Background: an optimization exercise with open tools, aiming at small area. Do not read the settings as production practice. Only simulation tests tie the RTL to the original design; equivalence was not proved. Power is estimated from default activity; no workload was simulated.

==> flow/design.v <==
module bsd_chan (
    input  wire               clk,
    input  wire               rst,
    input  wire               bit_en,      
    input  wire               din,         
    input  wire               restart,     
    input  wire               restart_n,   
    input  wire               rs_n,        
    input  wire               comb_pend,   
    input  wire               order4,      
    input  wire [4:0]         tap,         
    input  wire               ok1,         
    input  wire               ok2,
    input  wire               ok3,
    input  wire [15:0]        fr3h,        
    input  wire               fr_par,      
    input  wire               fast_en,
    input  wire [17:0]        n_lo,        
    input  wire [17:0]        n_hi,        
    input  wire [17:0]        n_lo_in,     
    input  wire [17:0]        n_hi_in,     
    input  wire [2:0]         fast_cnt,
    input  wire [12:0]        stuck_n,
    output wire [37:0]        s_data,
    output wire [16:0]        fast_val,
    output reg                fast_out,
    output wire               stuck
);
    integer k;
    reg  [36:0] integ [0:3];
    reg  [36:0] comb_n [0:3];    
    reg  [36:0] ni0, ni2;
    wire        rs  = ~rs_n;
    wire [36:0] nia0 = ni0 | {37{rs}};                        
    wire [36:0] ia1  = integ[1] & {37{rs_n}};
    wire [36:0] nia2 = ni2 | {37{rs}};
    wire [36:0] ia3  = integ[3] & {37{rs_n && order4}};
    wire        xn  = ~din && bit_en;
    wire [36:0] n_new0, i_new1, n_new2, i_new3;               
    rc_addx #(37, 37, 2) u_i0 (.a(nia0), .b(~{{36{xn}}, bit_en}), .ci(1'b1), .s(n_new0));
    rc_addx #(37, 37, 0) u_i1 (.a(ia1), .b(~(n_new0 | {37{~bit_en}})), .ci(1'b0), .s(i_new1));
    rc_addx #(37, 37, 2) u_i2 (.a(nia2), .b(~(i_new1 & {37{bit_en}})), .ci(1'b1), .s(n_new2));
    rc_addx #(37, 37, 0) u_i3 (.a(ia3), .b(~(n_new2 | {37{~(bit_en || !order4)}})), .ci(1'b0), .s(i_new3));
    wire [36:0] c_val0 = integ[3];
    wire [36:0] c_val1, c_val2, c_val3, c_val4;
    rc_addx #(37, 37, 2) u_c0 (.a(c_val0), .b(comb_n[0]), .ci(1'b1), .s(c_val1));
    rc_addx #(37, 37, 2) u_c1 (.a(c_val1), .b(comb_n[1]), .ci(1'b1), .s(c_val2));
    rc_addx #(37, 37, 2) u_c2 (.a(c_val2), .b(comb_n[2]), .ci(1'b1), .s(c_val3));
    rc_addx #(37, 37, 2) u_c3 (.a(c_val3), .b(comb_n[3]), .ci(1'b1), .s(c_val4));
    wire [36:0] s_res = c_val4;
    wire        s_pos = (s_res[35:0] == 36'd0) && dl1[0];    
    assign s_data = {s_res[36] && !s_pos, s_res};
    always @(posedge clk) begin
        ni0      <= n_new0;
        integ[1] <= i_new1;
        ni2      <= n_new2;
        integ[3] <= i_new3;
        if (bit_en) begin
            if (restart) begin
                for (k = 0; k < 4; k = k + 1)
                    comb_n[k] <= ~37'd0;
            end else if (comb_pend) begin
                comb_n[0] <= ~(c_val0 & {37{restart_n}});
                comb_n[1] <= ~(c_val1 & {37{restart_n}});
                comb_n[2] <= ~(c_val2 & {37{restart_n}});
                comb_n[3] <= ~(c_val3 & {37{restart_n && order4}});
            end
        end
    end
    reg [31:0] dl1, dl2, dl3;           
    wire b1 = dl1[tap] && ok1;          
    wire b2 = dl2[tap] && ok2;          
    wire b3 = dl3[tap] && ok3;          
    reg [6:0]  e1, e1d;
    reg [11:0] e2;
    reg [15:0] h3;
    wire [2:0] t1r = {2'b00, din} + {2'b00, b2} - {1'b0, b1, 1'b0};
    wire [2:0] t2r = {2'b00, b1}  + {2'b00, b3} - {1'b0, b2, 1'b0};
    wire [2:0] t1  = t1r & {3{bit_en}};
    wire [2:0] t2  = t2r & {3{bit_en}};
    wire [6:0] e1_n, e1d_n;
    rc_addx #(7, 7, 0) u_e1  (.a(e1),  .b({{4{t1[2]}}, t1}), .ci(1'b0), .s(e1_n));
    rc_addx #(7, 7, 0) u_e1d (.a(e1d), .b({{4{t2[2]}}, t2}), .ci(1'b0), .s(e1d_n));
    wire [7:0] de1;
    rc_addx #(8, 8, 2) u_de1 (.a({e1_n[6], e1_n}), .b(~{e1d_n[6], e1d_n}), .ci(1'b1), .s(de1));
    wire [11:0] e2_n;
    rc_addx #(12, 12, 0) u_e2 (.a(e2), .b({{4{de1[7]}}, de1} & {12{bit_en}}), .ci(1'b0), .s(e2_n));
    wire [15:0] h3_n;
    rc_addx #(16, 16, 0) u_h3 (.a(h3), .b({{4{e2_n[11]}}, e2_n} & {16{bit_en}}), .ci(1'b0), .s(h3_n));
    assign fast_val = {h3, fr_par};
    wire [17:0] v = {~h3_n[15], h3_n, fr_par};    
    wire c_lo, c_hi, c_lo_in, c_hi_in;
    rc_cmpk #(18, 1) u_lo    (.a(v), .nb(n_lo),    .co(c_lo));      
    rc_cmpk #(18, 0) u_hi    (.a(v), .nb(n_hi),    .co(c_hi));      
    rc_cmpk #(18, 1) u_lo_in (.a(v), .nb(n_lo_in), .co(c_lo_in));   
    rc_cmpk #(18, 0) u_hi_in (.a(v), .nb(n_hi_in), .co(c_hi_in));   
    wire out_now = !c_lo || c_hi;
    wire in_now  = c_lo_in && !c_hi_in;
    reg  [2:0] cnt_out, cnt_in;
    wire [2:0] cnt_out_n = out_now ? ((cnt_out == 3'd4) ? 3'd4 : cnt_out + 3'd1) : 3'd0;
    wire [2:0] cnt_in_n  = in_now  ? ((cnt_in  == 3'd4) ? 3'd4 : cnt_in  + 3'd1) : 3'd0;
    always @(posedge clk) begin
        if (bit_en) begin
            dl1 <= {dl1[30:0], din};
            dl2 <= {dl2[30:0], b1};
            dl3 <= {dl3[30:0], b2};
        end
        if (rst) begin
            e1       <= 7'd0;
            e1d      <= 7'd0;
            e2       <= 12'd0;
            h3       <= fr3h;
            fast_out <= 1'b0;
            cnt_out  <= 3'd0;
            cnt_in   <= 3'd0;
        end else begin
            e1  <= e1_n;
            e1d <= e1d_n;
            e2  <= e2_n;
            h3  <= h3_n;
            if (bit_en) begin
                cnt_out  <= cnt_out_n;
                cnt_in   <= cnt_in_n;
                if (!fast_en)
                    fast_out <= 1'b0;
                else if (!fast_out && cnt_out_n >= fast_cnt)
                    fast_out <= 1'b1;
                else if (fast_out && cnt_in_n >= fast_cnt)
                    fast_out <= 1'b0;
            end else if (!fast_en) begin
                fast_out <= 1'b0;
            end
        end
    end
    reg  [12:0] run_len;
    wire [12:0] run_inc;
    rc_inc #(13) u_run (.a(run_len), .s(run_inc));
    wire run_ge;
    rc_cmpk #(13, 1) u_stuck (.a(run_len), .nb(~stuck_n), .co(run_ge));
    always @(posedge clk) begin
        if (rst) begin
            run_len <= 13'd0;
        end else if (bit_en) begin
            if (run_len != 13'd0 && din == dl1[0])
                run_len <= (&run_len) ? run_len : run_inc;
            else
                run_len <= 13'd1;
        end
    end
    assign stuck = run_ge;
endmodule
module rc_add #(parameter W = 8) (
    input  wire [W-1:0] a,
    input  wire [W-1:0] b,
    input  wire         ci,
    output wire [W-1:0] s
);
    wire [W:0] c;
    assign c[0] = ci;
    genvar i;
    generate
        for (i = 0; i < W; i = i + 1) begin : g_bit
            fa1 u_fa (.a(a[i]), .b(b[i]), .ci(c[i]), .s(s[i]), .co(c[i+1]));
        end
    endgenerate
endmodule
module rc_inc #(parameter W = 8) (
    input  wire [W-1:0] a,
    output wire [W-1:0] s
);
    wire [W:0] c;
    assign c[0] = 1'b1;
    genvar i;
    generate
        for (i = 0; i < W; i = i + 1) begin : g_bit
            ha1 u_ha (.a(a[i]), .b(c[i]), .s(s[i]), .co(c[i+1]));
        end
    endgenerate
endmodule
module ha1 (
    input  wire a,
    input  wire b,
    output wire s,
    output wire co
);
    assign s  = a ^ b;
    assign co = a & b;
endmodule
module fa1 (
    input  wire a,
    input  wire b,
    input  wire ci,
    output wire s,
    output wire co
);
    assign s  = a ^ b ^ ci;
    assign co = (a & b) | (ci & (a ^ b));
endmodule
module rc_cmpk #(parameter W = 8, parameter CI = 1) (
    input  wire [W-1:0] a,
    input  wire [W-1:0] nb,
    output wire         co
);
    wire [W-1:0] c;
    assign c[0] = (CI != 0) ? (a[0] | nb[0]) : (a[0] & nb[0]);
    genvar i;
    generate
        for (i = 1; i < W; i = i + 1) begin : g_bit
            maj1 u_mj (.a(a[i]), .b(nb[i]), .c(c[i-1]), .y(c[i]));
        end
    endgenerate
    assign co = c[W-1];
endmodule
module maj1 (
    input  wire a,
    input  wire b,
    input  wire c,
    output wire y
);
    assign y = (a & b) | (a & c) | (b & c);
endmodule
module rc_addx #(parameter W = 8, parameter WB = 8, parameter CI = 1) (
    input  wire [W-1:0]  a,
    input  wire [WB-1:0] b,
    input  wire          ci,
    output wire [W-1:0]  s
);
    wire [W:0] c;
    genvar i;
    generate
        if (CI == 0) begin : g_c0
            ha1 u_ha (.a(a[0]), .b(b[0]), .s(s[0]), .co(c[1]));
        end else if (CI == 1) begin : g_c1
            fa1 u_fa (.a(a[0]), .b(b[0]), .ci(ci), .s(s[0]), .co(c[1]));
        end else begin : g_c2
            assign s[0] = ~(a[0] ^ b[0]);
            assign c[1] = a[0] | b[0];
        end
        for (i = 1; i < W; i = i + 1) begin : g_bit
            if (i < WB) begin : g_f
                fa1 u_fa (.a(a[i]), .b(b[i]), .ci(c[i]), .s(s[i]), .co(c[i+1]));
            end else begin : g_h
                ha1 u_ha (.a(a[i]), .b(c[i]), .s(s[i]), .co(c[i+1]));
            end
        end
    endgenerate
endmodule
module rc_addxc #(parameter W = 8, parameter WB = 8, parameter CI = 1) (
    input  wire [W-1:0]  a,
    input  wire [WB-1:0] b,
    input  wire          ci,
    output wire [W:0]    s
);
    wire [W:0] c;
    genvar i;
    generate
        if (CI == 0) begin : g_c0
            ha1 u_ha (.a(a[0]), .b(b[0]), .s(s[0]), .co(c[1]));
        end else if (CI == 1) begin : g_c1
            fa1 u_fa (.a(a[0]), .b(b[0]), .ci(ci), .s(s[0]), .co(c[1]));
        end else begin : g_c2
            assign s[0] = ~(a[0] ^ b[0]);
            assign c[1] = a[0] | b[0];
        end
        for (i = 1; i < W; i = i + 1) begin : g_bit
            if (i < WB) begin : g_f
                fa1 u_fa (.a(a[i]), .b(b[i]), .ci(c[i]), .s(s[i]), .co(c[i+1]));
            end else begin : g_h
                ha1 u_ha (.a(a[i]), .b(c[i]), .s(s[i]), .co(c[i+1]));
            end
        end
    endgenerate
    assign s[W] = c[W];
endmodule
module rc_addc #(parameter W = 8) (
    input  wire [W-1:0] a,
    input  wire [W-1:0] b,
    output wire [W:0]   s
);
    wire [W:0] c;
    assign c[0] = 1'b0;
    genvar i;
    generate
        for (i = 0; i < W; i = i + 1) begin : g_bit
            fa1 u_fa (.a(a[i]), .b(b[i]), .ci(c[i]), .s(s[i]), .co(c[i+1]));
        end
    endgenerate
    assign s[W] = c[W];
endmodule
module bsd_group (
    input  wire         clk,
    input  wire         rst,
    input  wire         bit_en,
    input  wire [3:0]   sdin,
    input  wire         sync,
    input  wire         order4,
    input  wire [9:0]   dec_r,
    input  wire [5:0]   fast_r,
    input  wire         fast_en,
    input  wire [17:0]  fast_lo,
    input  wire [17:0]  fast_hi,
    input  wire [16:0]  fast_hyst,
    input  wire [2:0]   fast_cnt,
    input  wire [12:0]  stuck_n,
    output reg          s_valid,
    output wire [151:0] s_data,
    output wire [67:0]  fast_val,
    output wire [3:0]   fast_out,
    output wire [3:0]   stuck
);
    localparam NCH = 4;
    reg  sync_pend;
    wire restart = sync | sync_pend;
    reg  [9:0] blk_cnt;
    wire [9:0] blk_inc;
    rc_inc #(10) u_blk_inc (.a(blk_cnt), .s(blk_inc));
    wire [9:0] blk_cnt_n = restart ? 10'd1 : blk_inc;
    wire       blk_end   = (blk_cnt_n == dec_r);
    reg  comb_pend;
    reg  fr_par;
    always @(posedge clk) begin
        if (rst) begin
            sync_pend <= 1'b1;
            blk_cnt   <= 10'd0;
            s_valid   <= 1'b0;
            comb_pend <= 1'b0;
            fr_par    <= fast_r[0];
        end else begin
            s_valid <= bit_en && blk_end;
            if (bit_en) begin
                sync_pend <= 1'b0;
                blk_cnt   <= blk_end ? 10'd0 : blk_cnt_n;
                comb_pend <= blk_end;
            end else if (sync) begin
                sync_pend <= 1'b1;
            end
        end
    end
    reg  [6:0] nb_cnt;
    wire [6:0] nb_inc;
    rc_inc #(7) u_nb_inc (.a(nb_cnt), .s(nb_inc));
    always @(posedge clk) begin
        if (rst)
            nb_cnt <= 7'd0;
        else if (bit_en && nb_cnt != 7'd96)
            nb_cnt <= nb_inc;
    end
    wire [6:0] fr_x1 = {1'b0, fast_r};
    wire [6:0] fr_x2 = {fast_r, 1'b0};
    wire [6:0] fr_x3;                   
    wire [6:0] fr_x3h;
    rc_addxc #(6, 5, 0) u_fr_x3 (.a(fast_r), .b(fast_r[5:1]), .ci(1'b0), .s(fr_x3h));
    assign fr_x3 = {fr_x3h[5:0], fast_r[0]};
    wire ok1, ok2, ok3;      
    rc_cmpk #(7, 1) u_ok1 (.a(nb_cnt), .nb(~fr_x1), .co(ok1));
    rc_cmpk #(7, 1) u_ok2 (.a(nb_cnt), .nb(~fr_x2), .co(ok2));
    rc_cmpk #(7, 1) u_ok3 (.a(nb_cnt), .nb(~fr_x3), .co(ok3));
    reg [15:0] fr3h;
    always @(*) begin
        case (fast_r)
            6'd0: fr3h = 16'h0000;
            6'd1: fr3h = 16'hffff;
            6'd2: fr3h = 16'hfffc;
            6'd3: fr3h = 16'hfff2;
            6'd4: fr3h = 16'hffe0;
            6'd5: fr3h = 16'hffc1;
            6'd6: fr3h = 16'hff94;
            6'd7: fr3h = 16'hff54;
            6'd8: fr3h = 16'hff00;
            6'd9: fr3h = 16'hfe93;
            6'd10: fr3h = 16'hfe0c;
            6'd11: fr3h = 16'hfd66;
            6'd12: fr3h = 16'hfca0;
            6'd13: fr3h = 16'hfbb5;
            6'd14: fr3h = 16'hfaa4;
            6'd15: fr3h = 16'hf968;
            6'd16: fr3h = 16'hf800;
            6'd17: fr3h = 16'hf667;
            6'd18: fr3h = 16'hf49c;
            6'd19: fr3h = 16'hf29a;
            6'd20: fr3h = 16'hf060;
            6'd21: fr3h = 16'hede9;
            6'd22: fr3h = 16'heb34;
            6'd23: fr3h = 16'he83c;
            6'd24: fr3h = 16'he500;
            6'd25: fr3h = 16'he17b;
            6'd26: fr3h = 16'hddac;
            6'd27: fr3h = 16'hd98e;
            6'd28: fr3h = 16'hd520;
            6'd29: fr3h = 16'hd05d;
            6'd30: fr3h = 16'hcb44;
            6'd31: fr3h = 16'hc5d0;
            6'd32: fr3h = 16'hc000;
            6'd33: fr3h = 16'hb9cf;
            6'd34: fr3h = 16'hb33c;
            6'd35: fr3h = 16'hac42;
            6'd36: fr3h = 16'ha4e0;
            6'd37: fr3h = 16'h9d11;
            6'd38: fr3h = 16'h94d4;
            6'd39: fr3h = 16'h8c24;
            6'd40: fr3h = 16'h8300;
            6'd41: fr3h = 16'h7963;
            6'd42: fr3h = 16'h6f4c;
            6'd43: fr3h = 16'h64b6;
            6'd44: fr3h = 16'h59a0;
            6'd45: fr3h = 16'h4e05;
            6'd46: fr3h = 16'h41e4;
            6'd47: fr3h = 16'h3538;
            6'd48: fr3h = 16'h2800;
            6'd49: fr3h = 16'h1a37;
            6'd50: fr3h = 16'h0bdc;
            6'd51: fr3h = 16'hfcea;
            6'd52: fr3h = 16'hed60;
            6'd53: fr3h = 16'hdd39;
            6'd54: fr3h = 16'hcc74;
            6'd55: fr3h = 16'hbb0c;
            6'd56: fr3h = 16'ha900;
            6'd57: fr3h = 16'h964b;
            6'd58: fr3h = 16'h82ec;
            6'd59: fr3h = 16'h6ede;
            6'd60: fr3h = 16'h5a20;
            6'd61: fr3h = 16'h44ad;
            6'd62: fr3h = 16'h2e84;
            6'd63: fr3h = 16'h17a0;
            default: fr3h = 16'h0000;
        endcase
    end
    wire [18:0] lo_in, hi_in;
    rc_addx #(19, 17, 0) u_lo_in (.a({fast_lo[17], fast_lo}), .b(fast_hyst), .ci(1'b0), .s(lo_in));
    wire [17:0] hi_lo17;
    rc_addxc #(17, 17, 2) u_hi_in (.a(fast_hi[16:0]), .b(~fast_hyst), .ci(1'b1), .s(hi_lo17));
    wire        hi_c = hi_lo17[17];
    assign hi_in = {fast_hi[17] ^ (!hi_c && !fast_hi[17]), fast_hi[17] ^ !hi_c, hi_lo17[16:0]};
    wire [17:0] lo_in_s = (lo_in[18] != lo_in[17]) ? 18'h1ffff : lo_in[17:0];
    wire [17:0] hi_in_s = (hi_in[18] != hi_in[17]) ? 18'h20000 : hi_in[17:0];
    wire [4:0] tap = fast_r[4:0] - 5'd1;
    genvar c;
    generate
        for (c = 0; c < NCH; c = c + 1) begin : g_ch
            bsd_chan u_ch (
                .clk       (clk),
                .rst       (rst),
                .bit_en    (bit_en),
                .din       (sdin[c]),
                .restart   (restart),
                .restart_n (~restart),
                .rs_n      (~(restart && bit_en)),
                .comb_pend (comb_pend),
                .order4    (order4),
                .tap       (tap),
                .ok1       (ok1),
                .ok2       (ok2),
                .ok3       (ok3),
                .fr3h      (fr3h),
                .fr_par    (fr_par),
                .fast_en   (fast_en),
                .n_lo      (~{~fast_lo[17], fast_lo[16:0]}),
                .n_hi      (~{~fast_hi[17], fast_hi[16:0]}),
                .n_lo_in   (~{~lo_in_s[17], lo_in_s[16:0]}),
                .n_hi_in   (~{~hi_in_s[17], hi_in_s[16:0]}),
                .fast_cnt  (fast_cnt),
                .stuck_n   (stuck_n),
                .s_data    (s_data[38*c +: 38]),
                .fast_val  (fast_val[17*c +: 17]),
                .fast_out  (fast_out[c]),
                .stuck     (stuck[c])
            );
        end
    endgenerate
endmodule
==> flow/flow/run.sh <==
#!/bin/bash
# Layout flow: the standard layout (standard.sh, which runs ORFS on
# config.mk with flow/config.mk's settings), with two changes to how the
# layout is made:
#  - the buffers ORFS puts on every input and output port are buf_1 cells
#    (ORFS otherwise picks clkdlybuf4s50_1, 2.7 times the area);
#  - CTS does not add dummy loads to balance the clock tree (the arguments
#    are otherwise the ones ORFS builds from flow/config.mk's CTS settings).
# ORFS writes each step's full log under orfs/logs/; this script's own
# output goes to flow_run.log.
set -euo pipefail
exec > flow_run.log 2>&1
export BUFFER_PORTS_ARGS="-buffer_cell sky130_fd_sc_hd__buf_1"
export CTS_ARGS="-sink_clustering_enable -repair_clock_nets -sink_clustering_size 14 -sink_clustering_max_diameter 60 -buf_list sky130_fd_sc_hd__clkbuf_8 -dont_use_dummy_load"
bash standard.sh
==> flow/standard.sh <==
#!/bin/bash
# synth_recipe.tcl (not shown) runs the flow's synth.tcl, then flattens the netlist and writes it again
# the make line also repeats each setting of config.mk as NAME=value (left out here)
make -C /OpenROAD-flow-scripts/flow DESIGN_CONFIG=/design/flow/config.mk WORK_HOME=/design/flow/orfs CLKGATE_MAP_FILE= SYNTH_SCRIPT=/design/flow/synth_recipe.tcl "${@:-finish}"
==> flow/config.mk <==
export PLATFORM = sky130hd
export DESIGN_NAME = bsd_group
export DESIGN_NICKNAME = bsd_group
export VERILOG_FILES = /design/flow/design.v
export SDC_FILE = /design/flow/constraint.sdc
export NUM_CORES = 4
export LEC_CHECK = 0
export CAP_MARGIN = 20
export CORE_MARGIN = 2
export CORE_UTILIZATION = 65
export CTS_BUF_LIST = sky130_fd_sc_hd__clkbuf_8
export CTS_CLUSTER_DIAMETER = 60
export CTS_CLUSTER_SIZE = 14
export PLACE_DENSITY = 0.75
export SLEW_MARGIN = 20
export SYNTH_HIERARCHICAL = 1
export SYNTH_MINIMUM_KEEP_SIZE = 0
==> flow/constraint.sdc <==
create_clock -name core_clock -period 25.0 [get_ports {clk}]
set_input_delay 5.0000 -clock core_clock [delete_from_list [all_inputs] [get_ports {clk}]]
set_output_delay 5.0000 -clock core_clock [all_outputs]
set_load 0.01 [all_outputs]
==> summary.txt, run 1 <==
Outcome
  • Outcome: finished clean

Route
  • Starting DRT DRC Count: 3322
  • Drt wl/cell: 19.3 um
  • Residual DRC: 0
  • Via Count: roughly 53000
  • TritonRoute pass-1 iters: 6
  • Post-route ant nets: 0
  • Final WL: 184 mm
  • Vias per inst: 5.62

CTS
  • Clock transition at path regs: ~0.080 ns
  • Total CTS buffers: 162
  • Skew-Pair Late Insertion Delay: 0.93 ns
  • CTS tree: built
  • Hold_buf cts: 0
  • # Post-CTS Setup Buffers: 0
  • H-tree levels: 4
  • Clk buf depth: 3
  • CTS sink cnt: 1837
  • PostCTS Resize Cnt: 0
  • Clock root buffer master: clkbuf_8

Timing
  • Final Max Tran Viols: 0
  • Max Fclk: 0.0428 GHz
  • Final worst slack: 1.65 ns
  • Skew final: 0.123 ns
  • Part of the cycle the worst path needs: 0.934
  • Worst-Margin Slew: 1.13 ns
  • Setup TNS: 0 ns
  • RSZ-0062 raised after global routing: no
  • Final hold viol count: 0
  • Setup violators final: 0
  • Fin crit period: 23.35 ns
  • Slew margin rel.: 0.238

Die
  • Initial core utilization: 0.654
  • Site Rows: 143
  • Die W: 395 um
  • Die Y: 395 um
  • I/O pin total: 324
  • Die ar.: 156000 um^2
  • Core area: 152000 um^2

Min path
  • Hold Path Depth: 1
  • Hold crit path type: flip-flop to flip-flop
  • Min-delay src: g_ch[2].u_ch.integ[3][3]$_DFF_P_

Global route
  • Global-route wire length before repair: 310 mm
  • GRT Util Overall: 0.249
  • Initial antenna violation count: 6
  • Largest net degree at the start of global routing: 140
  • Total gr overflow: 0
  • Number of global-route vias before repair: 58300

Finish
  • Most common cell after layout, fill and taps aside: fa_1
  • Share of the core filled with cells: 0.691
  • Fill count: 10600
  • Layout cells sized above 1: 0.107
  • Leading cell types in the layout, fill and taps excluded: fa_1, edfxtp_1, nand2_1
  • P&R area growth vs syn: 5.64%
  • Nets: 9145

Setup path
  • Crit path DAT: 18.35 ns
  • Register-to-Register Path Depth: 50
  • Most frequent CP cell: fa_1
  • Critical Path Fanout Max: 2
  • WS Path Type: flip-flop to output pin
  • Worst setup EP type: output pin
  • Crit. Startpoint: g_ch[0].u_ch.comb_n[0][0]$_SDFFCE_PP1P_
  • Data required time at the worst endpoint: 20.00 ns
  • FF-to-FF Start: sync_pend$_SDFFE_PP1P_
  • CP peak stage delay: roughly 0.59 ns
  • Startpoint type of the worst setup path: flip-flop
  • Slowest CP cell: fa_1

Synth
  • Synth Instances: approximately 7200
  • Synth Warn #: 12
  • Mean cell area of the mapped netlist: 13.7 um^2
  • Synthesized cell area: ~100000 um^2

Power and ir drop
  • PD cells: roughly 110 nW/um^2
  • P_int: 0.00683 W
  • VDD IR max: 103 uV
  • Net switching power: ~0.0042 W
  • Clock power frac: 0.137
  • Sw Ratio: 0.383
  • Gate power share: 0.492
  • Lkg Pwr: about 37 nW
  • Seq pwr share: 0.371
  • Power Total: 0.0111 W

Placement
  • Port bufs: around 320
  • Post-DP HPWL: 134 mm
  • GP Congestion: approximately 0.9
  • Worst slack, placed: 1.67 ns

Flow run
  • Max-cap violations: 0
==> area by class of cell <==
type / instances / area [um^2] / area share
inverters: 315 / 1190 / 0.0113
clock buffers: 162 / 2230 / 0.0212
diodes: 5 / 12.5 / 0.000119
repair buffers: 401 / 1900 / 0.0181
multi-input cells: 4767 / 50500 / 0.482
flip-flops and latches: 1837 / 46600 / 0.444
well taps: 2030 / 2540 / 0.0242
==> power groups by stage <==
stage / Combinational [W] / Sequential [W] / Clock, W
CTS: 0.00552 / 0.00412 / 0.00157
global route: 0.00611 / 0.00418 / 0.00167
finish: 0.00544 / 0.00411 / 0.00152
global placement: 0.00531 / 0.00416 / 0
detailed placement: 0.00548 / 0.00417 / 0
floorplan: 0.00404 / 0.00411 / 0
==> per-layer routing <==
metal  up-vias  global-route usage  wire [um]
met4         2              0.0580       3840
met3       261              0.0396       8340
met1     27800               0.355      80100
met5         -                   0         12
li1      24400                   -          -
met2      1044               0.409      91500
==> critical path: cells and delay by family (launching register included) <==
family,cells,cell delay [ns]
buffers and inverters,3,0.24
flip-flops,1,0.38
adder cells (fa/ha/maj),39,16.16
AO/OA/AOI/OAI,1,0.26
AND/OR/NAND/NOR,2,0.40
==> path summary, 6_finish.rpt <==
| kind | end | slack (ns) |
|---|---|---|
| worst max register to register | g_ch[3].u_ch.integ[3][36]$_DFF_P_ | 6.61 |
| worst max-delay path | s_data[37] | 1.65 |
| worst min-delay path | g_ch[2].u_ch.comb_n[0][3]$_SDFFCE_PP1P_ | 0.41 |
| worst min register to register | g_ch[2].u_ch.comb_n[0][3]$_SDFFCE_PP1P_ | 0.41 |
==> per-stage QoR <==
step / hold WS [ns] / std cells / area [um^2]
final: 0.405 / 9517 / 105000
after CTS: 0.403 / 9509 / 105000
after global routing: 0.412 / 9516 / 105000
after floorplan: 0.421 / 7228 / 99400
after detailed placement: 0.430 / 9347 / 103000
after global placement: 0.423 / 9346 / 103000
==> flip-flops by register name, summed over array words and instances (netlist names), 4 cells and up <==
name	count
g_ch.u_ch.run_len	52
g_ch.u_ch.dl3	128
g_ch.u_ch.cnt_in	12
g_ch.u_ch.e1d	28
g_ch.u_ch.ni0	148
g_ch.u_ch.e1	28
nb_cnt	7
g_ch.u_ch.h3	64
g_ch.u_ch.fast_out	4
g_ch.u_ch.dl2	128
g_ch.u_ch.cnt_out	12
blk_cnt	10
g_ch.u_ch.dl1	128
g_ch.u_ch.ni2	148
g_ch.u_ch.integ	296
g_ch.u_ch.e2	48
g_ch.u_ch.comb_n	592
==> run 2: changes to the inputs <==
--- a/flow/flow/run.sh
+++ b/flow/flow/run.sh
@@ -11,5 +11,5 @@
 set -euo pipefail
 exec > flow_run.log 2>&1
 export BUFFER_PORTS_ARGS="-buffer_cell sky130_fd_sc_hd__buf_1"
-export CTS_ARGS="-sink_clustering_enable -repair_clock_nets -sink_clustering_size 14 -sink_clustering_max_diameter 60 -buf_list sky130_fd_sc_hd__clkbuf_8 -dont_use_dummy_load"
+export CTS_ARGS="-sink_clustering_enable -repair_clock_nets -sink_clustering_size 8 -sink_clustering_max_diameter 40 -buf_list sky130_fd_sc_hd__clkbuf_4 -dont_use_dummy_load"
 bash standard.sh
--- a/flow/config.mk
+++ b/flow/config.mk
@@ -8,9 +8,9 @@
 export CAP_MARGIN = 20
 export CORE_MARGIN = 2
 export CORE_UTILIZATION = 65
-export CTS_BUF_LIST = sky130_fd_sc_hd__clkbuf_8
-export CTS_CLUSTER_DIAMETER = 60
-export CTS_CLUSTER_SIZE = 14
+export CTS_BUF_LIST = sky130_fd_sc_hd__clkbuf_4
+export CTS_CLUSTER_DIAMETER = 40
+export CTS_CLUSTER_SIZE = 8
 export PLACE_DENSITY = 0.75
 export SLEW_MARGIN = 20
 export SYNTH_HIERARCHICAL = 1
==> run 2 against run 1 <==
Effect of this change: still clean on timing, DRC and antenna; sequential power about the same; register-to-register slack better by 0.03 ns; first-iteration DRC count down 0.18%; cell count up 1.5%; global-route usage up 0.22 points; worst hold slack better by 0.0064 ns; cell area about the same; largest cell class unchanged; combinational power about the same; die area unchanged; worst setup slack worse by 0.32 ns; largest power group unchanged; total power up 0.16%.
==> summary.txt, run 2 <==
Synth
  • Synth Warn #: 12 (unchanged)
  • Mean cell area of the mapped netlist: 13.7 um^2 (unchanged)
  • Synth Instances: 7227 (unchanged)
  • Synthesized cell area: 99400 um^2 (unchanged)

Finish
  • Leading cell types in the layout, fill and taps excluded: fa_1, edfxtp_1, nand2_1 (unchanged)
  • Largest register FFs: 592 (unchanged)
  • Nets: 9288 (was 9145)
  • Most common cell after layout, fill and taps aside: fa_1 (unchanged)
  • Largest register by flop count: g_ch.u_ch.comb_n (unchanged)
  • Top flop regs: g_ch.u_ch.comb_n (592), g_ch.u_ch.integ (296) (unchanged)
  • P&R area growth vs syn: 5.71% (was 5.64%)
  • Share of the core filled with cells: 0.691 (about the same)
  • Final std cells w/o fill: 9664 (was 9517)
  • Fill count: 10700 (was 10600)
  • Layout cells sized above 1: 0.124 (was 0.107)

Power and ir drop
  • Net switching power: 0.00428 W (was 0.00424 W)
  • Seq pwr share: 0.370 (was 0.371)
  • Power Total: 0.0111 W (about the same)
  • PD cells: 106 nW/um^2 (was 105 nW/um^2)
  • VDD IR max: 104 uV (was 103 uV)
  • Gate power share: 0.491 (was 0.492)
  • Lkg Pwr: 36.8 nW (was 36.6 nW)
  • Clock power frac: 0.139 (was 0.137)
  • Sw Ratio: 0.386 (was 0.383)
  • P_int: 0.00681 W (was 0.00683 W)

Min path
  • Min-delay src: g_ch[1].u_ch.dl1[1]$_DFFE_PP_ (was g_ch[2].u_ch.integ[3][3]$_DFF_P_)
  • Hold path endpoint: g_ch[1].u_ch.dl1[2]$_DFFE_PP_ (was g_ch[2].u_ch.comb_n[0][3]$_SDFFCE_PP1P_)
  • Hold Path Depth: 0 (was 1)
  • Hold crit path type: flip-flop to flip-flop (unchanged)

Placement
  • Post-DP HPWL: 134 mm (unchanged)
  • Port bufs: 323 (unchanged)
  • Dpl cells: 9347 (unchanged)
  • GP Congestion: 0.904 (unchanged)

Setup path
  • Worst setup EP type: output pin (unchanged)
  • Register-to-Register Path Depth: 50 (unchanged)
  • FF-to-FF Start: sync_pend$_SDFFE_PP1P_ (unchanged)
  • Slowest CP cell: fa_1 (unchanged)
  • Reg2reg setup slack: 6.64 ns (was 6.61 ns)
  • Startpoint type of the worst setup path: flip-flop (unchanged)
  • Most frequent CP cell: fa_1 (unchanged)
  • WS Path Type: flip-flop to output pin (unchanged)
  • Data required time at the worst endpoint: 20.00 ns (about the same)
  • Critical Path Fanout Max: 2 (unchanged)
  • Crit path DAT: 18.67 ns (was 18.35 ns)
  • CP peak stage delay: 0.58 ns (was 0.59 ns)
  • R2R Path End: g_ch[3].u_ch.integ[3][36]$_DFF_P_ (unchanged)

Die
  • I/O pin total: 324 (unchanged)
  • Initial core utilization: 0.654 (unchanged)
  • Site Rows: 143 (unchanged)
  • Core area: 152000 um^2 (unchanged)
  • Die Y: 395 um (unchanged)
  • Die ar.: 156000 um^2 (unchanged)
  • Die W: 395 um (unchanged)

Global route
  • Global-route wire length before repair: 313 mm (was 310 mm)
  • Initial antenna violation count: 12 (was 6)
  • Number of global-route vias before repair: 59500 (was 58300)
  • Total gr overflow: 0 (unchanged)
  • Largest net degree at the start of global routing: 140 (unchanged)
  • GRT Util Overall: 0.251 (was 0.249)

Timing
  • Fin crit period: 23.67 ns (was 23.35 ns)
  • Skew final: 0.117 ns (was 0.123 ns)
  • Setup TNS: 0 ns (unchanged)
  • Setup violators final: 0 (unchanged)
  • Worst-Margin Slew: 1.09 ns (was 1.13 ns)
  • RSZ-0062 raised after global routing: no (unchanged)
  • Max Fclk: 0.0422 GHz (was 0.0428 GHz)
  • Hold slack final: 0.412 ns (was 0.405 ns)
  • Part of the cycle the worst path needs: 0.947 (was 0.934)
  • Slew margin rel.: 0.264 (was 0.238)
  • Final Max Tran Viols: 0 (unchanged)
  • Final hold viol count: 0 (unchanged)

Route
  • TritonRoute pass-1 iters: 8 (was 6)
  • Drt wl/cell: 19.1 um (was 19.3 um)
  • Post-route ant nets: 0 (unchanged)
  • Final WL: 185 mm (was 184 mm)
  • Starting DRT DRC Count: 3316 (was 3322)
  • Residual DRC: 0 (unchanged)
  • Via Count: 54200 (was 53400)
  • Vias per inst: 5.61 (was 5.62)

Flow run
  • Max-cap violations: 0 (unchanged)

CTS
  • # Post-CTS Setup Buffers: 0 (unchanged)
  • Total CTS buffers: 305 (was 162)
  • Hold_buf cts: 0 (unchanged)
  • Skew-Pair Late Insertion Delay: 1.30 ns (was 0.93 ns)
  • Clk buf depth: 4 (was 3)
  • PostCTS Resize Cnt: 0 (unchanged)
  • CTS tree: built (unchanged)
  • CTS sink cnt: 1837 (unchanged)
  • Clock root buffer master: clkbuf_4 (was clkbuf_8)
  • Clock transition at path regs: 0.08 ns (about the same)
  • H-tree levels: 5 (was 4)

Outcome
  • Outcome: finished clean (unchanged)
run 2: how the worst max path moves through the flow:
stage                                                  from                                end  slack, ns  depth (start not counted)
finish              g_ch[0].u_ch.comb_n[0][0]$_SDFFCE_PP1P_                         s_data[37]       1.33                         45
global route        g_ch[2].u_ch.comb_n[0][0]$_SDFFCE_PP1P_                        s_data[113]       0.58                         45
CTS                 g_ch[0].u_ch.comb_n[0][0]$_SDFFCE_PP1P_                         s_data[37]       1.03                         45
detailed placement                                     sync  g_ch[3].u_ch.integ[3][36]$_DFF_P_       1.67                         51
global placement                                       sync  g_ch[3].u_ch.integ[3][36]$_DFF_P_       1.96                         51
floorplan                                            bit_en  g_ch[0].u_ch.integ[3][36]$_DFF_P_       1.76                         45
run 2: area by class of cell:
type / instances / area (um^2) / share of cell area
Tap cell: 2030 / 2540 / 0.0242
Inverter: 315 / 1190 / 0.0113
Multi-Input combinational cell: 4767 / 50500 / 0.481
Clock buffer: 305 / 2290 / 0.0218
Sequential cell: 1837 / 46600 / 0.443
Antenna cell: 9 / 22.5 / 0.000214
Timing Repair Buffer: 401 / 1900 / 0.0181
run 2: critical path, delay by kind of cell, from the launching register on:
| family | cells | cell delay, ns |
|---|---|---|
| AOI/OAI and AO/OA | 1 | 0.26 |
| and+or+nand+nor | 2 | 0.40 |
| DFF | 1 | 0.37 |
| buffers and inverters | 3 | 0.23 |
| adders and majority gates | 39 | 16.11 |
run 2: metal layers:
| layer | GRT usage | part of all wire |
|---|---|---|
| met5 | 0 | 0.000070 |
| met3 | 0.0524 | 0.060 |
| met2 | 0.403 | 0.49 |
| met1 | 0.349 | 0.42 |
| met4 | 0.0778 | 0.025 |
run 2: power groups by stage:
stage	clock network, W	logic (W)	registers, W
3_5_place_dp	0	0.00548	0.00417
6_report	0.00154	0.00544	0.00411
5_1_grt	0.00174	0.00610	0.00418
4_1_cts	0.00161	0.00552	0.00412
2_1_floorplan	0	0.00404	0.00411
3_3_place_gp	0	0.00531	0.00416
run 2: through the flow:
stage                     cell area [um^2]  worst slack (ns)
final                               105000              1.33
after global routing                105000             0.584
after CTS                           105000              1.03
after detailed placement            103000              1.67
after global placement              103000              1.96
after floorplan                      99400              1.76
==> run 3: changes to the inputs <==
--- a/flow/design.v
+++ b/flow/design.v
@@ -28,22 +28,22 @@
 );
     integer k;
     reg  [36:0] integ [0:3];
-    reg  [36:0] comb_n [0:3];    
+    reg  [36:0] comb_n [1:3];    
     reg  [36:0] ni0, ni2;
     wire        rs  = ~rs_n;
     wire [36:0] nia0 = ni0 | {37{rs}};                        
     wire [36:0] ia1  = integ[1] & {37{rs_n}};
-    wire [36:0] nia2 = ni2 | {37{rs}};
-    wire [36:0] ia3  = integ[3] & {37{rs_n && order4}};
+    wire        bs   = comb_pend && bit_en;                   
+    wire [36:0] nia2 = ni2 | {37{rs || (bs && !order4)}};
+    wire [36:0] ia3  = integ[3] & {37{rs_n && order4 && !bs}};
     wire        xn  = ~din && bit_en;
     wire [36:0] n_new0, i_new1, n_new2, i_new3;               
     rc_addx #(37, 37, 2) u_i0 (.a(nia0), .b(~{{36{xn}}, bit_en}), .ci(1'b1), .s(n_new0));
     rc_addx #(37, 37, 0) u_i1 (.a(ia1), .b(~(n_new0 | {37{~bit_en}})), .ci(1'b0), .s(i_new1));
     rc_addx #(37, 37, 2) u_i2 (.a(nia2), .b(~(i_new1 & {37{bit_en}})), .ci(1'b1), .s(n_new2));
     rc_addx #(37, 37, 0) u_i3 (.a(ia3), .b(~(n_new2 | {37{~(bit_en || !order4)}})), .ci(1'b0), .s(i_new3));
-    wire [36:0] c_val0 = integ[3];
-    wire [36:0] c_val1, c_val2, c_val3, c_val4;
-    rc_addx #(37, 37, 2) u_c0 (.a(c_val0), .b(comb_n[0]), .ci(1'b1), .s(c_val1));
+    wire [36:0] c_val1 = integ[3];
+    wire [36:0] c_val2, c_val3, c_val4;
     rc_addx #(37, 37, 2) u_c1 (.a(c_val1), .b(comb_n[1]), .ci(1'b1), .s(c_val2));
     rc_addx #(37, 37, 2) u_c2 (.a(c_val2), .b(comb_n[2]), .ci(1'b1), .s(c_val3));
     rc_addx #(37, 37, 2) u_c3 (.a(c_val3), .b(comb_n[3]), .ci(1'b1), .s(c_val4));
@@ -57,10 +57,9 @@
         integ[3] <= i_new3;
         if (bit_en) begin
             if (restart) begin
-                for (k = 0; k < 4; k = k + 1)
+                for (k = 1; k < 4; k = k + 1)
                     comb_n[k] <= ~37'd0;
             end else if (comb_pend) begin
-                comb_n[0] <= ~(c_val0 & {37{restart_n}});
                 comb_n[1] <= ~(c_val1 & {37{restart_n}});
                 comb_n[2] <= ~(c_val2 & {37{restart_n}});
                 comb_n[3] <= ~(c_val3 & {37{restart_n && order4}});
--- a/flow/flow/run.sh
+++ b/flow/flow/run.sh
@@ -11,5 +11,5 @@
 set -euo pipefail
 exec > flow_run.log 2>&1
 export BUFFER_PORTS_ARGS="-buffer_cell sky130_fd_sc_hd__buf_1"
-export CTS_ARGS="-sink_clustering_enable -repair_clock_nets -sink_clustering_size 8 -sink_clustering_max_diameter 40 -buf_list sky130_fd_sc_hd__clkbuf_4 -dont_use_dummy_load"
+export CTS_ARGS="-sink_clustering_enable -repair_clock_nets -sink_clustering_size 14 -sink_clustering_max_diameter 60 -buf_list sky130_fd_sc_hd__clkbuf_8 -dont_use_dummy_load"
 bash standard.sh
--- a/flow/config.mk
+++ b/flow/config.mk
@@ -8,9 +8,9 @@
 export CAP_MARGIN = 20
 export CORE_MARGIN = 2
 export CORE_UTILIZATION = 65
-export CTS_BUF_LIST = sky130_fd_sc_hd__clkbuf_4
-export CTS_CLUSTER_DIAMETER = 40
-export CTS_CLUSTER_SIZE = 8
+export CTS_BUF_LIST = sky130_fd_sc_hd__clkbuf_8
+export CTS_CLUSTER_DIAMETER = 60
+export CTS_CLUSTER_SIZE = 14
 export PLACE_DENSITY = 0.75
 export SLEW_MARGIN = 20
 export SYNTH_HIERARCHICAL = 1
==> run 3 against run 2 <==
Effect of this change: still clean; first-iteration DRC count grew 6.2%; total power is 8.1% lower; global-route usage grew 0.95 points; register-to-register slack gained 0.63 ns; clock power is 9% lower; sequential power fell by 6.8%; area after synthesis fell by 7.8%; clock-buffer cell count shrank 156; cell count is 8.0% lower; cell area down 7.9%; via count fell by 8.1%; critical endpoint unchanged.
==> summary.txt, run 3 <==
Finish
  • Layout cells sized above 1: 0.128 (was 0.124)
  • P&R area growth vs syn: 5.58% (was 5.71%)
  • Most common cell after layout, fill and taps aside: fa_1 (unchanged)
  • Largest register by flop count: g_ch.u_ch.comb_n (unchanged)
  • Final std cells w/o fill: 8891 (was 9664)
  • Top flop regs: g_ch.u_ch.comb_n (444), g_ch.u_ch.integ (296) (was g_ch.u_ch.comb_n (592), g_ch.u_ch.integ (296))
  • Largest register FFs: 444 (was 592)
  • Leading cell types in the layout, fill and taps excluded: fa_1, dfxtp_1, edfxtp_1 (was fa_1, edfxtp_1, nand2_1)
  • Nets: 8519 (was 9288)

Route
  • Met3 routed WL: 13.6 mm (was 11.1 mm)
  • Top Metal Used: met5 (unchanged)
  • Vias per inst: 5.60 (was 5.61)
  • Starting DRT DRC Count: 3522 (was 3316)
  • Via Count: 49800 (was 54200)
  • Post-route ant nets: 0 (unchanged)
  • Residual DRC: 0 (unchanged)
  • TritonRoute pass-1 iters: 5 (was 8)
  • Drt wl/cell: 19.8 um (was 19.1 um)
  • Met2 Wirelength: 81.5 mm (was 90.6 mm)
  • M1 WL: 76.8 mm (was 78.5 mm)
  • Final WL: 176 mm (was 185 mm)

Timing
  • Skew final: 0.0817 ns (was 0.117 ns)
  • Fin crit period: 22.80 ns (was 23.67 ns)
  • Worst-Margin Slew: 1.18 ns (was 1.09 ns)
  • Setup violators final: 0 (unchanged)
  • Part of the cycle the worst path needs: 0.912 (was 0.947)
  • Setup TNS: 0 ns (unchanged)
  • RSZ-0062 raised after global routing: no (unchanged)
  • Final hold viol count: 0 (unchanged)
  • Max Fclk: 0.0439 GHz (was 0.0422 GHz)
  • Final Max Tran Viols: 0 (unchanged)
  • Slew margin rel.: 0.216 (was 0.264)

Synth
  • Synth Instances: 6749 (was 7227)
  • Synthesized cell area: 91600 um^2 (was 99400 um^2)
  • Mean cell area of the mapped netlist: 13.6 um^2 (was 13.7 um^2)
  • Synth Warn #: 12 (unchanged)

Die
  • Site Rows: 137 (was 143)
  • Die Y: 379 um (was 395 um)
  • I/O pin total: 324 (unchanged)
  • Die W: 379 um (was 395 um)
  • Die ar.: 144000 um^2 (was 156000 um^2)
  • Core area: 140000 um^2 (was 152000 um^2)
  • Initial core utilization: 0.656 (was 0.654)

Power and ir drop
  • Net switching power: 0.00391 W (was 0.00428 W)
  • Seq pwr share: 0.376 (was 0.370)
  • P_int: 0.00628 W (was 0.00681 W)
  • Lkg Pwr: 34.3 nW (was 36.8 nW)
  • Sw Ratio: 0.383 (was 0.386)
  • Clock power frac: 0.137 (was 0.139)
  • PD cells: 105 nW/um^2 (was 106 nW/um^2)
  • VDD IR max: 94.1 uV (was 104 uV)
  • Gate power share: 0.487 (was 0.491)

Setup path
  • WS Path Type: flip-flop to output pin (unchanged)
  • Data required time at the worst endpoint: 20.00 ns (about the same)
  • Register-to-Register Path Depth: 49 (was 50)
  • Reg2reg setup slack: 7.27 ns (was 6.64 ns)
  • Most frequent CP cell: fa_1 (unchanged)
  • Slowest CP cell: nor4_1 (was fa_1)
  • Worst setup EP type: output pin (unchanged)
  • Crit path DAT: 17.80 ns (was 18.67 ns)
  • Startpoint type of the worst setup path: flip-flop (unchanged)
  • Critical Path Fanout Max: 3 (was 2)
  • CP peak stage delay: 0.73 ns (was 0.58 ns)

CTS
  • Hold_buf cts: 0 (unchanged)
  • PostCTS Resize Cnt: 0 (unchanged)
  • H-tree levels: 4 (was 5)
  • Skew-Pair Late Insertion Delay: 0.89 ns (was 1.30 ns)
  • # Post-CTS Setup Buffers: 0 (unchanged)
  • Clk buf depth: 3 (was 4)
  • CTS sink cnt: 1689 (was 1837)
  • Clock root buffer master: clkbuf_8 (was clkbuf_4)
  • Clock transition at path regs: 0.09 ns (was 0.08 ns)
  • CTS tree: built (unchanged)
  • Total CTS buffers: 149 (was 305)

Flow run
  • Max-cap violations: 0 (unchanged)

Global route
  • Global-route wire length before repair: 291 mm (was 313 mm)
  • Total gr overflow: 0 (unchanged)
  • Initial antenna violation count: 33 (was 12)
  • GRT Util Overall: 0.261 (was 0.251)
  • Number of global-route vias before repair: 53900 (was 59500)
  • Largest net degree at the start of global routing: 218 (was 140)

Min path
  • Hold Path Depth: 0 (unchanged)
  • Hold crit path type: flip-flop to flip-flop (unchanged)

Placement
  • Port bufs: 323 (unchanged)
  • GP Congestion: 0.897 (was 0.904)
  • Post-DP HPWL: 132 mm (was 134 mm)
  • Dpl cells: 8732 (was 9347)

Outcome
  • Outcome: finished clean (unchanged)
## run 3: area by class of cell
| class | count | area (um^2) |
|---|---|---|
| multi-input combinational | 4467 | 47200 |
| fill | 9828 | 43000 |
| sequential | 1689 | 42100 |
| tap | 1876 | 2350 |
| clock buffer | 149 | 2050 |
| timing repair buffer | 391 | 1780 |
| inverter | 311 | 1170 |
| antenna | 8 | 20.0 |
## run 3: final timing paths
path,startpoint,end
hold reg to reg,g_ch[1].u_ch.dl3[8]$_DFFE_PP_,g_ch[1].u_ch.dl3[9]$_DFFE_PP_
hold / removal,g_ch[1].u_ch.dl3[8]$_DFFE_PP_,g_ch[1].u_ch.dl3[9]$_DFFE_PP_
setup / recovery,g_ch[0].u_ch.integ[3][0]$_DFF_P_,s_data[37]
setup reg to reg,sync_pend$_SDFFE_PP1P_,g_ch[0].u_ch.integ[3][36]$_DFF_P_
## run 3: power by group through the flow
stage          combinational (W)  sequential [W]  clock (W)
4_1_cts                  0.00502         0.00384    0.00145
5_1_grt                  0.00561         0.00390    0.00155
3_3_place_gp             0.00483         0.00388          0
2_1_floorplan            0.00365         0.00382          0
6_report                 0.00496         0.00383    0.00140
3_5_place_dp             0.00496         0.00389          0
## run 3: metal layers
layer | global-route usage | vias up
met5 | 0 | -
met4 | 0.0603 | 38
met3 | 0.0775 | 237
met2 | 0.394 | 1002
met1 | 0.377 | 25800
li1 | - | 22700
## run 3: critical path, delay by kind of cell (launching register included)
family / cells / cell delay, ns
adders and majority gates: 38 / 15.11
and+or+nand+nor: 2 / 0.92
DFF: 1 / 0.37
AOI/OAI and AO/OA: 1 / 0.28
buffers and inverters: 3 / 0.24
## run 3: metrics by stage
step / power [W] / cell area, um^2 / hold WS [ns] / utilization / worst slack, ns
floorplan: 0.00747 / 91600 / 0.417 / - / 1.88
global placement: 0.00871 / 94500 / 0.420 / 0.677 / 2.23
detailed placement: 0.00885 / 94600 / 0.428 / 0.677 / 1.83
CTS: 0.0103 / 96600 / 0.374 / 0.692 / 2.03
global route: 0.0111 / 96700 / 0.386 / 0.692 / 1.55
finish: 0.0102 / 96700 / 0.379 / 0.692 / 2.20
==> run 4: changes to the inputs <==
--- a/flow/design.v
+++ b/flow/design.v
@@ -70,20 +70,15 @@
     wire b1 = dl1[tap] && ok1;          
     wire b2 = dl2[tap] && ok2;          
     wire b3 = dl3[tap] && ok3;          
-    reg [6:0]  e1, e1d;
+    reg [7:0]  g1;
     reg [11:0] e2;
     reg [15:0] h3;
-    wire [2:0] t1r = {2'b00, din} + {2'b00, b2} - {1'b0, b1, 1'b0};
-    wire [2:0] t2r = {2'b00, b1}  + {2'b00, b3} - {1'b0, b2, 1'b0};
-    wire [2:0] t1  = t1r & {3{bit_en}};
-    wire [2:0] t2  = t2r & {3{bit_en}};
-    wire [6:0] e1_n, e1d_n;
-    rc_addx #(7, 7, 0) u_e1  (.a(e1),  .b({{4{t1[2]}}, t1}), .ci(1'b0), .s(e1_n));
-    rc_addx #(7, 7, 0) u_e1d (.a(e1d), .b({{4{t2[2]}}, t2}), .ci(1'b0), .s(e1d_n));
-    wire [7:0] de1;
-    rc_addx #(8, 8, 2) u_de1 (.a({e1_n[6], e1_n}), .b(~{e1d_n[6], e1d_n}), .ci(1'b1), .s(de1));
+    wire [3:0] ur = {2'b00, b2, b2} + {3'b000, din} - {2'b00, b1, b1} - {3'b000, b3};
+    wire [3:0] u  = ur & {4{bit_en}};
+    wire [7:0] g1_n;
+    rc_addx #(8, 8, 0) u_g1 (.a(g1), .b({{4{u[3]}}, u}), .ci(1'b0), .s(g1_n));
     wire [11:0] e2_n;
-    rc_addx #(12, 12, 0) u_e2 (.a(e2), .b({{4{de1[7]}}, de1} & {12{bit_en}}), .ci(1'b0), .s(e2_n));
+    rc_addx #(12, 12, 0) u_e2 (.a(e2), .b({{4{g1_n[7]}}, g1_n} & {12{bit_en}}), .ci(1'b0), .s(e2_n));
     wire [15:0] h3_n;
     rc_addx #(16, 16, 0) u_h3 (.a(h3), .b({{4{e2_n[11]}}, e2_n} & {16{bit_en}}), .ci(1'b0), .s(h3_n));
     assign fast_val = {h3, fr_par};
@@ -105,16 +100,14 @@
             dl3 <= {dl3[30:0], b2};
         end
         if (rst) begin
-            e1       <= 7'd0;
-            e1d      <= 7'd0;
+            g1       <= 8'd0;
             e2       <= 12'd0;
             h3       <= fr3h;
             fast_out <= 1'b0;
             cnt_out  <= 3'd0;
             cnt_in   <= 3'd0;
         end else begin
-            e1  <= e1_n;
-            e1d <= e1d_n;
+            g1  <= g1_n;
             e2  <= e2_n;
             h3  <= h3_n;
             if (bit_en) begin
==> run 4 against run 3 <==
Effect of this change: area after synthesis is 2.2% lower; critical path depth stayed put; first-iteration DRC count is 9.0% lower; highest routed layer unchanged.
==> summary.txt, run 4 <==
Synth
  • Synthesized cell area: 89600 um^2 (was 91600 um^2)
  • Mean cell area of the mapped netlist: 13.8 um^2 (was 13.6 um^2)
  • Synth Instances: 6502 (was 6749)
  • Synth Warn #: 12 (unchanged)

Global route
  • GR Util met3: 0.0486 (was 0.0775)
  • GRT busiest layer: met2 (unchanged)
  • GRT Util Overall: 0.261 (about the same)
  • Total gr overflow: 0 (unchanged)
  • Global-route wire length before repair: 289 mm (was 291 mm)
  • Met1 GRT Util: 0.393 (was 0.377)
  • Initial antenna violation count: 14 (was 33)
  • M2 GR Usage: 0.403 (was 0.394)
  • Largest net degree at the start of global routing: 120 (was 218)
  • Number of global-route vias before repair: 52300 (was 53900)

Route
  • Starting DRT DRC Count: 3206 (was 3522)
  • Via Count: 48300 (was 49800)
  • Post-route ant nets: 0 (unchanged)
  • TritonRoute pass-1 iters: 6 (was 5)
  • Final WL: 173 mm (was 176 mm)
  • Drt wl/cell: 20.2 um (was 19.8 um)
  • Vias per inst: 5.63 (was 5.60)
  • Residual DRC: 0 (unchanged)

CTS
  • CTS sink cnt: 1665 (was 1689)
  • Clock root buffer master: clkbuf_8 (unchanged)
  • PostCTS Resize Cnt: 0 (unchanged)
  • Hold_buf cts: 0 (unchanged)
  • CTS tree: built (unchanged)
  • H-tree levels: 4 (unchanged)
  • Clock transition at path regs: 0.09 ns (about the same)
  • Total CTS buffers: 149 (unchanged)
  • # Post-CTS Setup Buffers: 0 (unchanged)
  • Clk buf depth: 3 (unchanged)
  • Skew-Pair Late Insertion Delay: 0.90 ns (was 0.89 ns)

Min path
  • Min-delay src: g_ch[3].u_ch.dl1[26]$_DFFE_PP_ (was g_ch[1].u_ch.dl3[8]$_DFFE_PP_)
  • Hold crit path type: flip-flop to flip-flop (unchanged)

Timing
  • RSZ-0062 raised after global routing: no (unchanged)
  • Fin crit period: 22.78 ns (was 22.80 ns)
  • Hold slack final: 0.419 ns (was 0.379 ns)
  • Worst-Margin Slew: 1.08 ns (was 1.18 ns)
  • Slew margin rel.: 0.274 (was 0.216)
  • Max Fclk: 0.0439 GHz (about the same)
  • Skew final: 0.108 ns (was 0.0817 ns)
  • Final hold viol count: 0 (unchanged)
  • Part of the cycle the worst path needs: 0.911 (was 0.912)
  • Setup violators final: 0 (unchanged)
  • Final Max Tran Viols: 0 (unchanged)
  • Setup TNS: 0 ns (unchanged)

Flow run
  • Max-cap violations: 0 (unchanged)

Setup path
  • Crit. Startpoint: g_ch[2].u_ch.integ[3][0]$_DFF_P_ (was g_ch[0].u_ch.integ[3][0]$_DFF_P_)
  • CP peak stage delay: 0.56 ns (was 0.73 ns)
  • Crit path DAT: 17.78 ns (was 17.80 ns)
  • Most frequent CP cell: fa_1 (unchanged)
  • Cell family with most CP delay: adder cells (unchanged)
  • WS Path Type: flip-flop to output pin (unchanged)
  • Critical Path Fanout Max: 3 (unchanged)
  • FF-to-FF Start: sync_pend$_SDFFE_PP1P_ (unchanged)
  • Data required time at the worst endpoint: 20.00 ns (about the same)
  • Worst setup EP type: output pin (unchanged)
  • Sum of buffers and inverters on the critical path: 3 (unchanged)
  • Slowest CP cell: fa_1 (was nor4_1)
  • Startpoint type of the worst setup path: flip-flop (unchanged)

Finish
  • Share of the core filled with cells: 0.690 (was 0.692)
  • Seq. cell area: 41600 um^2 (was 42100 um^2)
  • Most common cell after layout, fill and taps aside: fa_1 (unchanged)
  • Fill count: 9583 (was 9828)
  • Leading cell types in the layout, fill and taps excluded: fa_1, dfxtp_1, edfxtp_1 (unchanged)
  • Final std cells w/o fill: 8584 (was 8891)
  • Design Area, Final: 94700 um^2 (was 96700 um^2)
  • Multi-input gate area: 45900 um^2 (was 47200 um^2)
  • Nets: 8244 (was 8519)
  • Largest register by flop count: g_ch.u_ch.comb_n (unchanged)
  • Top flop regs: g_ch.u_ch.comb_n (444), g_ch.u_ch.integ (296) (unchanged)
  • P&R area growth vs syn: 5.72% (was 5.58%)
  • Layout cells sized above 1: 0.138 (was 0.128)
  • Largest register FFs: 444 (unchanged)

Die
  • Core area: 137000 um^2 (was 140000 um^2)
  • Site Rows: 136 (was 137)
  • Die ar.: 141000 um^2 (was 144000 um^2)
  • Initial core utilization: 0.653 (was 0.656)
  • Die W: 375 um (was 379 um)
  • I/O pin total: 324 (unchanged)
  • Die Y: 375 um (was 379 um)

Power and ir drop
  • PD cells: 102 nW/um^2 (was 105 nW/um^2)
  • VDD IR max: 80.3 uV (was 94.1 uV)
  • Lkg Pwr: 33.6 nW (was 34.3 nW)

Placement
  • Placement Cell Area: 92600 um^2 (was 94600 um^2)
  • GP Congestion: 0.884 (was 0.897)
  • Port bufs: 323 (unchanged)
  • Dpl cells: 8429 (was 8732)
  • Post-DP HPWL: 127 mm (was 132 mm)

Outcome
  • Outcome: finished clean (unchanged)
[run 4: layer usage]
metal	vias to the layer above	routed length, um
met2	1104	81500
met5	-	69
met4	10	3110
met3	211	9870
met1	25000	78700
li1	22000	-
[run 4: worst register-to-register path, delay by kind of cell (launching register included)]
family | cells | cell delay (ns)
DFF | 1 | 0.33
buffers and inverters | 3 | 0.38
adders and majority gates | 40 | 16.36
and+or+nand+nor | 6 | 1.00
[run 4: worst paths after layout]
kind | to | slack [ns] | cells past startpoint
hold reg to reg | g_ch[3].u_ch.dl1[27]$_DFFE_PP_ | 0.42 | 0
setup / recovery | s_data[113] | 2.22 | 44
hold / removal | g_ch[3].u_ch.dl1[27]$_DFFE_PP_ | 0.42 | 0
setup reg to reg | g_ch[2].u_ch.integ[3][36]$_DFF_P_ | 6.92 | 49
[run 4: through the flow]
stage / setup WS [ns] / total power [W]
after global routing: 1.67 / 0.0104
after detailed placement: 2.04 / 0.00827
after floorplan: 1.79 / 0.00703
after global placement: 2.40 / 0.00815
after CTS: 2.11 / 0.00974
final: 2.22 / 0.00962
[run 4: cell type report]
class                      count  share of cell area
clock buffer                 149              0.0217
tap                         1794              0.0237
timing repair buffer         397              0.0189
inverter                     270              0.0109
sequential                  1665               0.440
multi-input combinational   4303               0.485
antenna                        6            0.000159
[run 4: report_power, final]
group          switching (W)  internal [W]
combinational        0.00244       0.00200
clock               0.000854      0.000532
sequential          0.000310       0.00348
total                0.00361       0.00601
==> run 5: changes to the inputs <==
--- a/flow/flow/run.sh
+++ b/flow/flow/run.sh
@@ -11,5 +11,5 @@
 set -euo pipefail
 exec > flow_run.log 2>&1
 export BUFFER_PORTS_ARGS="-buffer_cell sky130_fd_sc_hd__buf_1"
-export CTS_ARGS="-sink_clustering_enable -repair_clock_nets -sink_clustering_size 14 -sink_clustering_max_diameter 60 -buf_list sky130_fd_sc_hd__clkbuf_8 -dont_use_dummy_load"
+export CTS_ARGS="-sink_clustering_enable -repair_clock_nets -sink_clustering_size 18 -sink_clustering_max_diameter 70 -buf_list sky130_fd_sc_hd__clkbuf_8 -dont_use_dummy_load"
 bash standard.sh
--- a/flow/config.mk
+++ b/flow/config.mk
@@ -9,8 +9,8 @@
 export CORE_MARGIN = 2
 export CORE_UTILIZATION = 65
 export CTS_BUF_LIST = sky130_fd_sc_hd__clkbuf_8
-export CTS_CLUSTER_DIAMETER = 60
-export CTS_CLUSTER_SIZE = 14
+export CTS_CLUSTER_DIAMETER = 70
+export CTS_CLUSTER_SIZE = 18
 export PLACE_DENSITY = 0.75
 export SLEW_MARGIN = 20
 export SYNTH_HIERARCHICAL = 1
==> run 5 against run 4 <==
Effect of this change: non-clock buffer count unchanged; via count decreased by 0.18%; sequential power about the same; clock-buffer cell count is 30 lower; area after synthesis unchanged; synthesized cell count unchanged; global-route usage is 0.20 points lower; combinational power about the same; die area did not move; core utilization is 0.30 points lower; still clean on timing, DRC and antenna; first-iteration DRC count rose by 1.3%.
==> summary.txt, run 5 <==
Global route
  • Number of global-route vias before repair: 52000 (was 52300)
  • GRT Util Overall: 0.259 (was 0.261)
  • Initial antenna violation count: 14 (unchanged)
  • Global-route wire length before repair: 288 mm (was 289 mm)
  • Largest net degree at the start of global routing: 120 (unchanged)
  • Total gr overflow: 0 (unchanged)

Route
  • Final WL: 173 mm (about the same)
  • Residual DRC: 0 (unchanged)
  • Drt wl/cell: 20.2 um (about the same)
  • Vias per inst: 5.64 (was 5.63)
  • TritonRoute pass-1 iters: 7 (was 6)
  • Post-route ant nets: 0 (unchanged)
  • Starting DRT DRC Count: 3247 (was 3206)
  • Via Count: 48200 (was 48300)

Setup path
  • Register-to-Register Path Depth: 49 (unchanged)
  • Cell family with most CP delay: adder cells (unchanged)
  • CP peak stage delay: 0.55 ns (was 0.56 ns)
  • FF-to-FF Start: sync_pend$_SDFFE_PP1P_ (unchanged)
  • R2R Path End: g_ch[2].u_ch.integ[3][36]$_DFF_P_ (unchanged)
  • Sum of buffers and inverters on the critical path: 3 (unchanged)
  • Critical Path Fanout Max: 3 (unchanged)
  • Worst setup EP type: output pin (unchanged)
  • Reg2reg setup slack: 6.85 ns (was 6.92 ns)
  • Crit path DAT: 17.80 ns (was 17.78 ns)
  • WS Path Type: flip-flop to output pin (unchanged)
  • Slowest CP cell: fa_1 (unchanged)
  • Data required time at the worst endpoint: 20.00 ns (about the same)
  • Most frequent CP cell: fa_1 (unchanged)
  • Startpoint type of the worst setup path: flip-flop (unchanged)

Die
  • Site Rows: 136 (unchanged)
  • Initial core utilization: 0.653 (unchanged)
  • Die Y: 375 um (unchanged)
  • Die ar.: 141000 um^2 (unchanged)
  • Die W: 375 um (unchanged)
  • I/O pin total: 324 (unchanged)
  • Core area: 137000 um^2 (unchanged)

CTS
  • Clock root buffer master: clkbuf_8 (unchanged)
  • H-tree levels: 3 (was 4)
  • CTS sink cnt: 1665 (unchanged)
  • Clk buf depth: 3 (unchanged)
  • # Post-CTS Setup Buffers: 0 (unchanged)
  • Hold_buf cts: 0 (unchanged)
  • Clock transition at path regs: 0.11 ns (was 0.09 ns)
  • CTS tree: built (unchanged)
  • PostCTS Resize Cnt: 0 (unchanged)
  • Total CTS buffers: 119 (was 149)
  • Skew-Pair Late Insertion Delay: 0.88 ns (was 0.90 ns)

Power and ir drop
  • Seq pwr share: 0.399 (was 0.394)
  • Lkg Pwr: 33.4 nW (was 33.6 nW)
  • Sw Ratio: 0.378 (was 0.375)
  • P_int: 0.00591 W (was 0.00601 W)
  • Clock power frac: 0.132 (was 0.144)
  • Net switching power: 0.00359 W (was 0.00361 W)
  • PD cells: 101 nW/um^2 (was 102 nW/um^2)
  • Gate power share: 0.469 (was 0.462)
  • VDD IR max: 85.6 uV (was 80.3 uV)

Finish
  • Top flop regs: g_ch.u_ch.comb_n (444), g_ch.u_ch.integ (296) (unchanged)
  • Largest register FFs: 444 (unchanged)
  • Leading cell types in the layout, fill and taps excluded: fa_1, dfxtp_1, edfxtp_1 (unchanged)
  • Nets: 8214 (was 8244)
  • Fill count: 9617 (was 9583)
  • Layout cells sized above 1: 0.134 (was 0.138)
  • P&R area growth vs syn: 5.26% (was 5.72%)
  • Design Area, Final: 94300 um^2 (was 94700 um^2)
  • Most common cell after layout, fill and taps aside: fa_1 (unchanged)
  • Largest register by flop count: g_ch.u_ch.comb_n (unchanged)
  • Share of the core filled with cells: 0.687 (was 0.690)

Timing
  • Final hold viol count: 0 (unchanged)
  • Slew margin rel.: 0.289 (was 0.274)
  • Max Fclk: 0.0439 GHz (about the same)
  • Setup TNS: 0 ns (unchanged)
  • Part of the cycle the worst path needs: 0.912 (was 0.911)
  • Setup violators final: 0 (unchanged)
  • Fin crit period: 22.80 ns (was 22.78 ns)
  • Worst-Margin Slew: 1.07 ns (was 1.08 ns)
  • RSZ-0062 raised after global routing: no (unchanged)
  • Final Max Tran Viols: 0 (unchanged)
  • Skew final: 0.0812 ns (was 0.108 ns)

Min path
  • Hold crit path type: flip-flop to flip-flop (unchanged)
  • Hold Path Depth: 0 (unchanged)
  • Hold path endpoint: g_ch[1].u_ch.dl2[9]$_DFFE_PP_ (was g_ch[3].u_ch.dl1[27]$_DFFE_PP_)
  • Min-delay src: g_ch[1].u_ch.dl2[8]$_DFFE_PP_ (was g_ch[3].u_ch.dl1[26]$_DFFE_PP_)

Synth
  • Synth Warn #: 12 (unchanged)
  • Synth Instances: 6502 (unchanged)
  • Mean cell area of the mapped netlist: 13.8 um^2 (unchanged)
  • Synthesized cell area: 89600 um^2 (unchanged)

Placement
  • GP Congestion: 0.884 (unchanged)
  • Post-DP HPWL: 127 mm (unchanged)
  • Port bufs: 323 (unchanged)
  • Placement Cell Area: 92600 um^2 (unchanged)

Outcome
  • Outcome: finished clean (unchanged)

Flow run
  • Max-cap violations: 0 (unchanged)
==> run 5: changes by cell type in the layout (fill, tap and decap cells not counted), sizes merged <==
cell,delta
clkbuf,-30
==> run 5: cell type report <==
class	instances	area [um^2]	share of cell area
antenna	6	15.0	0.000159
clock buffer	119	1640	0.0174
inverter	270	1030	0.0110
multi-input combinational	4303	45900	0.487
sequential	1665	41600	0.442
tap	1794	2240	0.0238
timing repair buffer	397	1790	0.0190
==> run 5: per-layer routing <==
metal	vias to the layer above	wire length, um	global-route usage
met4	10	3380	0.0499
li1	21900	-	-
met2	1061	80700	0.399
met1	25000	78900	0.394
met5	-	62	0
met3	219	9600	0.0470
==> run 5: power groups by stage <==
stage               logic, W  registers [W]  clock network (W)
floorplan            0.00326        0.00377                  0
global placement     0.00432        0.00384                  0
detailed placement   0.00442        0.00385                  0
CTS                  0.00449        0.00380            0.00130
global route         0.00501        0.00387            0.00139
finish               0.00445        0.00379            0.00125
==> run 5: worst reg2reg max path, delay by kind of cell (launching register included) <==
family / cells / cell delay [ns]
and+or+nand+nor: 6 / 1.03
DFF: 1 / 0.34
adders and majority gates: 40 / 16.38
buffers and inverters: 3 / 0.38
==> run 5: through the flow <==
stage / instances / setup WS, ns / total power, W / hold slack [ns]
2_1_floorplan: 6503 / 1.79 / 0.00703 / 0.417
3_3_place_gp: 8429 / 2.40 / 0.00815 / 0.421
3_5_place_dp: 8429 / 2.04 / 0.00827 / 0.423
4_1_cts: 8548 / 2.11 / 0.00959 / 0.408
5_1_grt: 8551 / 1.65 / 0.0103 / 0.429
6_report: 8554 / 2.20 / 0.00949 / 0.410
==> run 5: how the worst max path moves through the flow <==
stage / endpoint / slack [ns] / cells after the start / from
2_1_floorplan: g_ch[0].u_ch.integ[3][36]$_DFF_P_ / 1.79 / 45 / bit_en
3_3_place_gp: g_ch[2].u_ch.integ[3][36]$_DFF_P_ / 2.40 / 50 / sync
3_5_place_dp: g_ch[2].u_ch.integ[3][36]$_DFF_P_ / 2.04 / 50 / sync
4_1_cts: s_data[113] / 2.11 / 44 / g_ch[2].u_ch.integ[3][0]$_DFF_P_
5_1_grt: s_data[37] / 1.65 / 44 / g_ch[0].u_ch.comb_n[1][0]$_SDFFCE_PP1P_
6_report: s_data[113] / 2.20 / 44 / g_ch[2].u_ch.integ[3][0]$_DFF_P_

## afterwards: timing with drivers on the ports
No port has a modelled driver above. Below, the same layouts with a new extraction and two added sets of constraints. Step 1 (the two cells are an assumption about what drives the block):
set clk [get_ports {clk}]
set_driving_cell -lib_cell sky130_fd_sc_hd__clkbuf_16 $clk
set_driving_cell -lib_cell sky130_fd_sc_hd__buf_2 [delete_from_list [all_inputs] $clk]
Step 2 times the ports against the registers' clock, not the clock port: input delays grow and output delays shrink by t, the midpoint of the rising clock arrivals with the driver on. a / b / c = ideal / step 1 / step 2; a / b = the first two.
| run | t, ns | setup WS [ns] | worst data-port slew with drivers (ns) |
|---|---|---|---|
| run 1 | 0.948 | 1.645 / 1.569 / 1.798 | 0.08 |
| run 2 | 1.321 | 1.327 / 1.240 / 1.806 | 0.09 |
| run 3 | 0.941 | 2.196 / 2.115 / 2.009 | 0.18 |
| run 4 | 0.925 | 2.220 / 2.144 / 2.089 | 0.24 |
| run 5 | 0.904 | 2.197 / 2.122 / 2.060 | 0.24 |
After both steps every run listed still meets setup and hold. The setup slack of run 3, which loses most, moves by -0.081 ns with the drivers and by -0.187 ns with both steps.
